Background: an optimization exercise with open tools, aiming at small area, a short achievable clock period and few clock cycles per item. Do not read the settings as production practice. Where RTL was checked, it was by simulation tests only, not by an equivalence proof against the original. No functional check of the RTL was part of runs 2 and 3.

==> flow/design.v, too long to show whole: its modules and the start of the top module <==
// module neuron_visit: 1800 lines
module neuron_visit (
    input  wire        clk,
    input  wire        rst,
    input  wire        cfg_wide,       
    input  wire [6:0]  cfg_step,       
    input  wire        pop_reset,      
    input  wire        pop_clocked,    
    input  wire [3:0]  pop_refract,    
    input  wire [22:0] pop_theta,      
    input  wire [23:0] pop_rest,       
    input  wire [7:0]  pop_d,          
    input  wire [15:0] pop_bias,       
    input  wire        pop_gated,      
    output wire [6:0]  f_addr,
    input  wire [24:0] f_data,
    input  wire        in_valid,
    output wire        in_ready,
    input  wire [63:0] in_rec,
    input  wire [31:0] in_acc,
    input  wire [31:0] in_late,
    input  wire        in_touched,
    output wire        out_valid,
    input  wire        out_ready,
    output wire [63:0] out_rec,
    output wire [3:0]  out_n,
    output wire        out_rest,
    output wire        out_refr_drop,
    output wire        out_gated,
    output wire        out_sat,
    output wire        out_clip
);
  // ...
==> flow/flow/run.sh <==
#!/bin/bash
# Standard layout, with two changes to how it is made (the SDC is unchanged):
# repair_timing is asked for extra setup slack so that the layout is optimised
# toward the period the design can reach, and the port buffers are plain
# buffers (buf_1) rather than the smallest-drive cell buffer_ports picks.
set -euo pipefail
MARGIN=$(cat flow/margin.txt)
bash standard.sh SETUP_SLACK_MARGIN=$MARGIN "BUFFER_PORTS_ARGS=-buffer_cell sky130_fd_sc_hd__buf_1" finish > flow_standard.log 2>&1
==> flow/flow/margin.txt <==
17.95
==> flow/standard.sh <==
#!/bin/bash
# synth_recipe.tcl (not shown) runs the flow's synth.tcl, then flattens the netlist and writes it again
# the make line also repeats each setting of config.mk as NAME=value (left out here)
make -C /OpenROAD-flow-scripts/flow DESIGN_CONFIG=/design/flow/config.mk WORK_HOME=/design/flow/orfs CLKGATE_MAP_FILE= SYNTH_SCRIPT=/design/flow/synth_recipe.tcl "${@:-finish}"
==> flow/config.mk <==
export PLATFORM = sky130hd
export DESIGN_NAME = neuron_visit
export DESIGN_NICKNAME = neuron_visit
export VERILOG_FILES = /design/flow/design.v
export SDC_FILE = /design/flow/constraint.sdc
export NUM_CORES = 4
export LEC_CHECK = 0
export ABC_CLOCK_PERIOD_IN_PS = 6000
export CAP_MARGIN = 20
export CORE_MARGIN = 2
export CORE_UTILIZATION = 50
export CTS_CLUSTER_DIAMETER = 100
export CTS_CLUSTER_SIZE = 30
export SLEW_MARGIN = 20
==> flow/constraint.sdc <==
create_clock -name core_clock -period 24.0 [get_ports {clk}]
set_input_delay 4.8000 -clock core_clock [delete_from_list [all_inputs] [get_ports {clk}]]
set_output_delay 4.8000 -clock core_clock [all_outputs]
set_load 0.01 [all_outputs]
==> impl_results.md, run 1 <==
* Library cell contributing the largest single delay on the critical path: edfxtp_1
* Warnings, synthesis at 1
* Number of buffers outside the clock class in the layout at 466
* Number of setup violations in the final report at 0
* Post-synth top flop: edfxtp_1
* Worst reg2reg path startpoint: p5_qa[1]
* Pin count of the biggest net entering global routing at 86
* Most common cell in the synthesized netlist: inv_1
* Cell kind with the greatest summed area: multi-input gates
* Number of max-capacitance violations reported at 0
* Crit-path cells: buf_1
* Remaining global-route overflow at 0
* Outcome: no timing/DRC/antenna violations
* Global-route wire length before repair at 241,000 um
* Final core utilization at 54.9%
* Detail-routed via count per cell at 5.74
* Final hold vios at 0
* GR Util All Layers at 25.8%
* Overall routed net length at 156,000 um
* Worst Setup Start Kind: flop
* Met2 capacity usage during global routing at 42.3%
* R2R Path End: o_hi[43]
* Total number of placement rows at 125
* Reg area at 0.0203 mm^2
* Category of the critical setup timing path: flop to output port
* Metal1 wirelength at 67,500 um
* Adder and majority cell fraction of the synthesized area at 24.8%
* Num sequential at 724
* Share of cell area taken by muxes after synthesis at 1.82%
* Top routing layer used: met4
* Final-layout non-clock buffer area share at 4.06%
* Synth area leader: edfxtp_1
Testbench counts, summed over its fixed seeds: cycles 16,384, items 16,000.
==> inputs of run 2 (changes only) <==
--- a/flow/design.v
+++ b/flow/design.v
@@ -26,54 +26,48 @@
     output wire        out_rest,
     output wire        out_refr_drop,
     output wire        out_gated,
     output wire        out_sat,
     output wire        out_clip
 );
     reg               c_wide;
     reg        [6:0]  c_step;
-    reg               c_reset;
     reg               c_clocked;
-    reg        [3:0]  c_refract;
     reg        [22:0] c_theta;
     reg        [24:0] c_th3;       
     reg        [23:0] c_rsat;      
     reg        [3:0]  c_bo, c_bt, c_bn;    
     reg               c_d7;                
     reg        [15:0] c_bias;      
-    reg               c_gated;
     reg               c_vge;       
     wire [8:0] dx = {pop_d, 1'b0};
     wire [3:0] d_bo, d_bt, d_bn;
     genvar di;
     generate
         for (di = 0; di < 4; di = di + 1) begin : g_dbooth
             assign d_bo[di] = dx[2*di+1] ^ dx[2*di];
             assign d_bt[di] = (dx[2*di+2] & ~dx[2*di+1] & ~dx[2*di]) | (~dx[2*di+2] & dx[2*di+1] & dx[2*di]);
             assign d_bn[di] = dx[2*di+2] & ~(dx[2*di+1] & dx[2*di]);
         end
     endgenerate
     wire rs_clamp = ~cfg_wide & ~(&pop_rest[23:15]) & (|pop_rest[23:15]);
     always @(posedge clk) begin
         c_wide    <= cfg_wide;
         c_step    <= cfg_step;
-        c_reset   <= pop_reset;
         c_clocked <= pop_clocked;
-        c_refract <= pop_refract;
         c_theta   <= pop_theta;
         c_th3     <= {2'b00, c_theta} + {1'b0, c_theta, 1'b0};
         c_rsat    <= {rs_clamp ? {9{pop_rest[23]}}  : pop_rest[23:15],
                       rs_clamp ? {15{~pop_rest[23]}} : pop_rest[14:0]};
         c_bo      <= d_bo;
         c_bt      <= d_bt;
         c_bn      <= d_bn;
         c_d7      <= pop_d[7];
         c_bias    <= pop_clocked ? pop_bias : 16'd0;
-        c_gated   <= pop_gated;
         c_vge     <= cfg_wide | (pop_theta[22:15] == 8'd0);
     end
     reg adv_r;      
     reg ir_r;       
     reg o_v, s_v;   
     reg p1_ok, p2_ok, p3_ok, p4_ok, p5_ok;
     wire pop    = o_v & out_ready;
     wire push   = adv_r & p5_ok;
@@ -574,18 +568,18 @@
         if (adv_r) begin
             p2_v     <= rested ? 24'd0 : p1_v;
             p2_rb    <= p1_rb;
             p2_lt    <= lt_sum[40:8];
             p2_hit   <= hit;
             p2_restf <= restf;
             p2_rst   <= rested;
             p2_drop  <= hit & p1_tch;
-            p2_gtd   <= ~hit & c_gated & p1_tch;
-            p2_test  <= ~hit & ~c_gated;
+            p2_gtd   <= ~hit & pop_gated & p1_tch;
+            p2_test  <= ~hit & ~pop_gated;
             p2_refr  <= refr_n;
             p2_k     <= p1_k;
         end
     end
     wire [24:0] vx = {p2_v, 1'b0};
     wire [11:0] bo, bt, bn;
     genvar gi;
     generate
@@ -1729,25 +1723,25 @@
     reg               p5_fr, p5_fire, p5_sat, p5_clip;
     reg        [15:0] p5_rb;
     reg               p5_restf, p5_drop, p5_gtd;
     reg        [3:0]  p5_refr;
     always @(posedge clk) begin
         if (adv_r) begin
             p5_vs    <= vs;
             p5_qa    <= ga3 ? 2'd3 : ga2 ? 2'd2 : ga1 ? 2'd1 : 2'd0;
-            p5_fr    <= fire & c_reset;
+            p5_fr    <= fire & pop_reset;
             p5_fire  <= fire;
             p5_sat   <= t_lo | t_hi;
-            p5_clip  <= fire & c_reset & ga4;
+            p5_clip  <= fire & pop_reset & ga4;
             p5_rb    <= p4_rb;
             p5_restf <= p4_restf;
             p5_drop  <= p4_drop;
             p5_gtd   <= p4_gtd;
-            p5_refr  <= fire ? c_refract : p4_refr;
+            p5_refr  <= fire ? pop_refract : p4_refr;
         end
     end
     wire        [22:0] va5   = p5_vs[22:0];    
     wire        [24:0] ma    = p5_qa == 2'd3 ? {c_th3[22:0], 2'd0} :
                                p5_qa == 2'd2 ? {c_theta[21:0], 3'd0} :
                                p5_qa == 2'd1 ? {c_theta[22:0], 2'd0} : 25'd0;
     wire        [22:0] ra    = va5 - ma[22:0];    
     wire        [25:0] db1   = {3'd0, ra} - {3'd0, c_theta};
==> flow/flow/margin.txt (replaced) <==
17.85
==> flow/config.mk (replaced) <==
export PLATFORM = sky130hd
export DESIGN_NAME = neuron_visit
export DESIGN_NICKNAME = neuron_visit
export VERILOG_FILES = /design/flow/design.v
export SDC_FILE = /design/flow/constraint.sdc
export NUM_CORES = 4
export LEC_CHECK = 0
export ABC_CLOCK_PERIOD_IN_PS = 6000
export CAP_MARGIN = 20
export CORE_MARGIN = 2
export CORE_UTILIZATION = 50
export SLEW_MARGIN = 20
==> run 2 against run 1 <==
Area after synthesis down 0.21%. Critical endpoint is now out_rec[62]. Largest cell class unchanged. Cell count up 1.2%.
==> impl_results.md, run 2 <==
* Number of enable flip-flop cells after synthesis at 577 (unchanged)
* Ranking of synthesized cells by instance count: inv_1, edfxtp_1, xnor2_1 (unchanged)
* Overall via count from detail_route at 42,047 (was 41,526)
* Main area contributors after synthesis: edfxtp_1, fa_1, ha_1, xnor2_1, a22oi_1 (unchanged)
* Synth area leader: edfxtp_1 (unchanged)
* Warnings, synthesis at 1 (unchanged)
* Number of nets in the layout at 6,847 (was 6,804)
* Number of setup violations in the final report at 0 (unchanged)
* Vias in the first global route at 41,245 (was 41,427)
* Largest driver fanout on the critical path at 1 (unchanged)
* Clock buffer count from CTS at 84 (was 39)
* DRC violation count after routing at 0 (unchanged)
* Post-synthesis register bit count at 718 (was 724)
* Outcome: no timing/DRC/antenna violations (unchanged)
* Worst reg2reg path startpoint: p5_qa[1] (unchanged)
* Fraction of registers with async set/reset at 0% (unchanged)
* Die extent in y at 345 um (about the same)
* Share of the synthesized area in compound gates (AO/OA/AOI/OAI) at 14.5% (was 14.4%)
* Die area at 0.119 mm^2 (about the same)
* Worst path buffer plus inverter count at 1 (unchanged)
* Area share of the largest cell type after synthesis at 29.8% (about the same)
* Fraction of final layout cells with drive strength greater than 1 at 9.43% (was 9.13%)
* Number of placed cells counting well taps at 7,094 (was 7,102)
* Element type at the critical path end: output port (unchanged)
* Critical path origin: o_hi[46] (was o_hi[45])
* Adder and majority cell fraction of the synthesized area at 24.8% (about the same)
* DP HPWL at 114,000 um (about the same)
* GR Util All Layers at 26.7% (was 25.8%)
* Area overhead of the layout relative to synthesis at 11.8% (was 9.20%)
* Relative slew margins at 18.9% (was 17.9%)
* Crit-path cells: buf_6 (was buf_1)
* Number of buffers inserted by port buffering at 318 (unchanged)
* Post-synth top flop: edfxtp_1 (unchanged)
* Pin count of the biggest net entering global routing at 76 (was 86)
* Avg Inst Size Synth at 10.6 um^2 (about the same)
* Clock tree from TritonCTS: built (unchanged)
* Min cycle time layout at 6120 ps (was 6100 ps)
* Summed negative setup slack over all endpoints at 0 ps (unchanged)
* Final core utilization at 56.1% (was 54.9%)
* Average wire per cell in the routed design at 21.9 um (was 21.6 um)
* Startpoint of the lowest-slack hold path: p3_drop (was p2_restf)
* Number of antenna violations at the first check in global routing at 4 (was 3)
* Setup repair after global routing missed its margin: true (unchanged)
* CTS H-tree lvls at 3 (was 2)
* Final weighted congestion of routability-driven global placement at 0.907 (was 0.908)
* Number of design-rule violations left by the first detailed-router iteration at 3,713 (was 3,412)
* Most frequent cells in the layout: inv_1, edfxtp_1, xnor2_1 (unchanged)
* Source-to-sink clock delay at the later pin of the worst-skew pair at 710 ps (was 670 ps)
* Largest registers: o_hi x48, s_hi x48 (unchanged)
* Library cell contributing the largest single delay on the critical path: edfxtp_1 (unchanged)
* Detail-routed via count per cell at 5.75 (was 5.74)
* Num ports at 326 (unchanged)
* Post-Syn Instances at 5,468 (was 5,474)
* Period utilisation layout at 25.5% (was 25.4%)
* Max Root-Sink Buffers at 3 (unchanged)
* Final count of pins violating max slew at 0 (unchanged)
* Total number of clock tree sinks at 718 (was 724)
* Share of cell area taken by muxes after synthesis at 1.83% (was 1.82%)
* Worst endpoint data arrival time at 1320 ps (was 1300 ps)
* Number of non-filler instances in the completed layout at 7,314 (was 7,229)
* Overall routed net length at 160,000 um (was 156,000 um)
* Number of max-capacitance violations reported at 0 (unchanged)
* Clock tree root driver cell: clkbuf_16 (unchanged)
* Initial Utilization at 50.2% (was 50.3%)
* Total number of placement rows at 125 (unchanged)
* Max stage delay on crit path at 440 ps (was 480 ps)
* Share of the yosys chip area belonging to registers at 34.7% (was 34.8%)
* Post-CTS clock slew at the launch and capture registers of the worst setup and hold paths at 60 ps (was 110 ps)
* Cell area after layout at 0.0650 mm^2 (was 0.0636 mm^2)
* Xor/xnor share of the synthesized area at 9.31% (was 9.29%)
* Standard cell area after detailed placement at 0.0609 mm^2 (was 0.0610 mm^2)
* Combinational family with the most area after synthesis: adder cells (unchanged)
* Worst Setup Start Kind: flop (unchanged)
* Most frequent standard cell in the layout excluding fill and tap cells: inv_1 (unchanged)
* Final hold vios at 0 (unchanged)
* DIE WIDTH at 345 um (about the same)
* Hold WC Path Type: flop to flop (unchanged)
* Remaining global-route overflow at 0 (unchanged)
* Highest clock frequency the design can meet at 0.163 GHz (was 0.164 GHz)
* Router iterations before antenna repair at 8 (was 7)
* Count of different cell masters after synthesis at 93 (unchanged)
* Area of the core region at 0.116 mm^2 (about the same)
* Category of the critical setup timing path: flop to output port (unchanged)
* Most common cell in the synthesized netlist: inv_1 (unchanged)
* Cell area after technology mapping at 0.0581 mm^2 (was 0.0582 mm^2)
* Simple-gate share of the synthesized area at 8.88% (was 8.86%)
* Family of cells with the greatest summed delay on the critical path: flip-flops (unchanged)
* Required time at the endpoint of the critical path at 19,200 ps (about the same)
* Final worst clock skew at 40.2 ps (was 61.2 ps)
* Worst-Margin Slew at 1220 ps (was 1200 ps)
* ANT nets after route at 0 (unchanged)
* Global-route wire length before repair at 244,000 um (was 241,000 um)
-- run 2: cell count changes after synthesis, sizes merged --
cell and change:
dfxtp -6, clkbuf -2, buf +2
-- run 2: layout make-up --
cell class              instances  area [um^2]
fillers                     10277        50800
multi-input cells            3835        35300
flip-flops and latches        718        20200
repair buffers                469         2530
clock buffers                 120         2370
inverters                     611         2310
well taps                    1524         1910
clock inverters                35          439
diodes                          2         5.00
-- run 2: cells by family (layout without fill, tap and decap cells) --
group / Yosys count / after routing
fa+ha+maj: 884 / 884
simple gates: 1015 / 1016
flops: 718 / 718
compound gates: 1216 / 1218
xor+xnor: 617 / 617
buf+inv: 921 / 1235
other cells: 1 / 6
mux: 96 / 96
-- run 2: stage by stage --
step	hold WS (ps)	setup slack (ps)
final	413	17880
after global routing	421	17760
after detailed placement	405	16210
after floorplan	400	17620
after CTS	409	17820
after global placement	401	16250
-- run 2: timing repair --
action	CTS	global route
pin swaps	7	31
hold buffers	0	0
endpoints found under the setup margin	96	117
cloned	1	5
buffers inserted	9	48
resized for setup	66	119
-- run 2: worst paths after layout --
check | slack, ps | cells past startpoint | to
min reg2reg | 410 | 0 | p4_drop
max reg2reg | 18020 | 28 | o_hi[26]
min | 410 | 0 | p4_drop
max | 17880 | 1 | out_rec[62]
-- run 2: per-layer routing --
layer  vias to the layer above  global-route usage (%)  wire length, um
met2                      1618                    43.2            75500
met5                         -                       0                0
li1                      19488                       -                -
met4                         0                    10.2             6230
met1                     20599                    36.3            67700
met3                       342                    3.90            10900
==> inputs of run 3 (changes only) <==
==> flow/flow/margin.txt (replaced) <==
17.95
--- a/flow/config.mk
+++ b/flow/config.mk
@@ -9,4 +9,6 @@
 export CAP_MARGIN = 20
 export CORE_MARGIN = 2
 export CORE_UTILIZATION = 50
+export CTS_CLUSTER_DIAMETER = 100
+export CTS_CLUSTER_SIZE = 30
 export SLEW_MARGIN = 20
==> run 3 against run 2 <==
Fmax hardly changed. Register-to-register slack better by 100 ps. Critical path type unchanged. Flip-flop and latch count stayed put. Area after synthesis stayed put. Core utilization is 0.91 points lower.
==> impl_results.md, run 3 <==
* Required time at the endpoint of the critical path at 19,200 ps (about the same)
* Remaining global-route overflow at 0 (unchanged)
* Category of the critical setup timing path: flop to output port (unchanged)
* Source-to-sink clock delay at the later pin of the worst-skew pair at 670 ps (was 710 ps)
* Die area at 0.119 mm^2 (unchanged)
* Detail-routed via count per cell at 5.79 (was 5.75)
* Clock tree root driver cell: clkbuf_16 (unchanged)
* Fraction of final layout cells with drive strength greater than 1 at 9.82% (was 9.43%)
* Area overhead of the layout relative to synthesis at 9.99% (was 11.8%)
* Final weighted congestion of routability-driven global placement at 0.906 (was 0.907)
* Post-CTS clock slew at the launch and capture registers of the worst setup and hold paths at 110 ps (was 60 ps)
* DRC violation count after routing at 0 (unchanged)
* Place WS at 16,610 ps (was 16,210 ps)
* Worst endpoint data arrival time at 1320 ps (about the same)
* Number of buffers inserted by port buffering at 318 (unchanged)
* Total number of clock tree sinks at 718 (unchanged)
* Worst reg2reg path startpoint: p5_qa[1] (unchanged)
* Overall via count from detail_route at 42,007 (was 42,047)
* Area share of the largest cell type after synthesis at 29.8% (unchanged)
* Overall routed net length at 159,000 um (was 160,000 um)
* Max stage delay on crit path at 480 ps (was 440 ps)
* Final worst clock skew at 36.8 ps (was 40.2 ps)
* Clock buffer count from CTS at 39 (was 84)
* Post-Syn Instances at 5,468 (unchanged)
* R2r worst-path depth at 26 (was 28)
* Number of enable flip-flop cells after synthesis at 577 (unchanged)
* Library cell contributing the largest single delay on the critical path: edfxtp_1 (unchanged)
* Highest clock frequency the design can meet at 0.163 GHz (about the same)
* Worst hold stages at 0 (unchanged)
* Number of antenna violations at the first check in global routing at 4 (unchanged)
* Largest registers: o_hi x48, s_hi x48 (unchanged)
* Ranking of synthesized cells by instance count: inv_1, edfxtp_1, xnor2_1 (unchanged)
* Final hold vios at 0 (unchanged)
* Worst Setup Start Kind: flop (unchanged)
* Area of the core region at 0.116 mm^2 (unchanged)
* DIE WIDTH at 345 um (unchanged)
* Clock tree from TritonCTS: built (unchanged)
* Summed negative setup slack over all endpoints at 0 ps (unchanged)
* R2R Path End: o_hi[7] (was o_hi[26])
* ANT nets after route at 0 (unchanged)
* Post-synth top flop: edfxtp_1 (unchanged)
* Number of design-rule violations left by the first detailed-router iteration at 3,563 (was 3,713)
* Family of cells with the greatest summed delay on the critical path: flip-flops (unchanged)
* Number of nets in the layout at 6,822 (was 6,847)
* GR Util All Layers at 26.2% (was 26.7%)
* Total number of placement rows at 125 (unchanged)
* Num ports at 326 (unchanged)
* Critical path origin: o_hi[29] (was o_hi[46])
* Setup crit end: out_rec[45] (was out_rec[62])
* Initial Utilization at 50.2% (unchanged)
* Element type at the critical path end: output port (unchanged)
* Number of setup violations in the final report at 0 (unchanged)
* Max Root-Sink Buffers at 3 (unchanged)
* Min setup slack post-route at 17,880 ps (about the same)
* Setup repair after global routing missed its margin: true (unchanged)
* Worst-Margin Slew at 1220 ps (about the same)
* Min cycle time layout at 6120 ps (about the same)
* Register-to-register setup slack at 18,120 ps (was 18,020 ps)
* Warnings, synthesis at 1 (unchanged)
* Synth area leader: edfxtp_1 (unchanged)
* Crit-path cells: buf_1 (was buf_6)
* Most frequent cells in the layout: inv_1, edfxtp_1, xnor2_1 (unchanged)
* Most frequent standard cell in the layout excluding fill and tap cells: inv_1 (unchanged)
* Share of the yosys chip area belonging to registers at 34.7% (unchanged)
* Global-route wire length before repair at 241,000 um (was 244,000 um)
* Post-synthesis register bit count at 718 (unchanged)
* Final count of pins violating max slew at 0 (unchanged)
* Period utilisation layout at 25.5% (about the same)
* Count of different cell masters after synthesis at 93 (unchanged)
* Fraction of registers with async set/reset at 0% (unchanged)
* Post-cts hold buffer count at 0 (unchanged)
* Main area contributors after synthesis: edfxtp_1, fa_1, ha_1, xnor2_1, a22oi_1 (unchanged)
* Number of logic stages on the critical path including buffering at 1 (unchanged)
* Largest driver fanout on the critical path at 1 (unchanged)
* Worst path buffer plus inverter count at 1 (unchanged)
* Cell area after technology mapping at 0.0581 mm^2 (unchanged)
* CTS H-tree lvls at 2 (was 3)
* Most common cell in the synthesized netlist: inv_1 (unchanged)
* Die extent in y at 345 um (unchanged)
* Number of max-capacitance violations reported at 0 (unchanged)
* Pin count of the biggest net entering global routing at 170 (was 76)
* Router iterations before antenna repair at 6 (was 8)
* Outcome: no timing/DRC/antenna violations (unchanged)
* Average wire per cell in the routed design at 22.0 um (was 21.9 um)
* Hold WC Path Type: flop to flop (unchanged)
* DP HPWL at 115,000 um (was 114,000 um)
* Avg Inst Size Synth at 10.6 um^2 (unchanged)
* Relative slew margins at 18.4% (was 18.9%)
* Vias in the first global route at 41,182 (was 41,245)
* Final core utilization at 55.2% (was 56.1%)
-- run 3: worst min-delay path by stage --
stage,from,end,slack [ps]
5_1_grt,p2_drop,p3_drop,430
6_report,p1_rb[7],p2_rb[7],420
2_1_floorplan,p1_rb[0],p2_rb[0],400
3_3_place_gp,p3_refr[0],p4_refr[0],400
4_1_cts,p1_rb[7],p2_rb[7],420
3_5_place_dp,p1_rb[4],p2_rb[4],400
-- run 3: cells by family after synthesis --
logic type	synth area share, %
buffers and inverters	6.01
other	0.00645
and+or+nand+nor	8.88
xor gates and xnor gates	9.31
muxes	1.83
DFF	34.7
AOI/OAI and AO/OA	14.5
adders and majority gates	24.8
-- run 3: repair_timing --
item                       4_1_cts  5_1_grt
setup endpoints to repair      142      158
resized for setup              107      153
buffers inserted                16       56
pin swaps                       10       37
cloned                           1        8
-- run 3: stage by stage --
step	hold WS [ps]	area [um^2]	instances
2_1_floorplan	400	58300	5471
3_3_place_gp	401	60900	7094
3_5_place_dp	405	60900	7094
4_1_cts	415	62800	7182
5_1_grt	432	63900	7248
6_report	419	63900	7249
-- run 3: layout make-up --
type                       instances  area, um^2
multi-input combinational       3835       35300
timing repair buffer             489        2810
sequential                       718       20200
tap                             1524        1910
clock inverter                    23         405
inverter                         611        2330
clock buffer                      48        1020
fill                           10262       51800
antenna                            1        2.50
-- run 3: per-layer routing --
layer  track usage (%)  vias to the layer above  wire length [um]
met5                 0                        -                 0
met4              10.6                        0              6790
met3              3.11                      359             10700
met2              42.6                     1653             74100
met1              35.9                    20603             67800
li1                  -                    19392                 -

-- afterwards: timing with drivers on the ports --
No port has a modelled driver above. Below, the same layouts with a new extraction and two added sets of constraints.
Step 1, drivers: a clkbuf_16 drives clk and a buf_2 each remaining input, both assumed.
Step 2 also shifts input and output timing later by t, the mid clock arrival at the registers, as if the neighbouring blocks saw the same clock.
a / b / c = no drivers / after step 1 / after step 2; a / b = the first two.
run | t, ns | slack for setup (ns) | pins driven straight from the clock port
run 1 | 0.722 | 17.899 / 17.821 / 17.375 | 1
run 2 | 0.768 | 17.883 / 17.806 / 17.244 | 1
run 3 | 0.728 | 17.884 / 17.807 / 17.349 | 1
After both steps setup and hold are still met in every run listed. For run 2, which loses most, drivers alone change the setup slack by -0.077 ns; drivers and shift together by -0.639 ns.
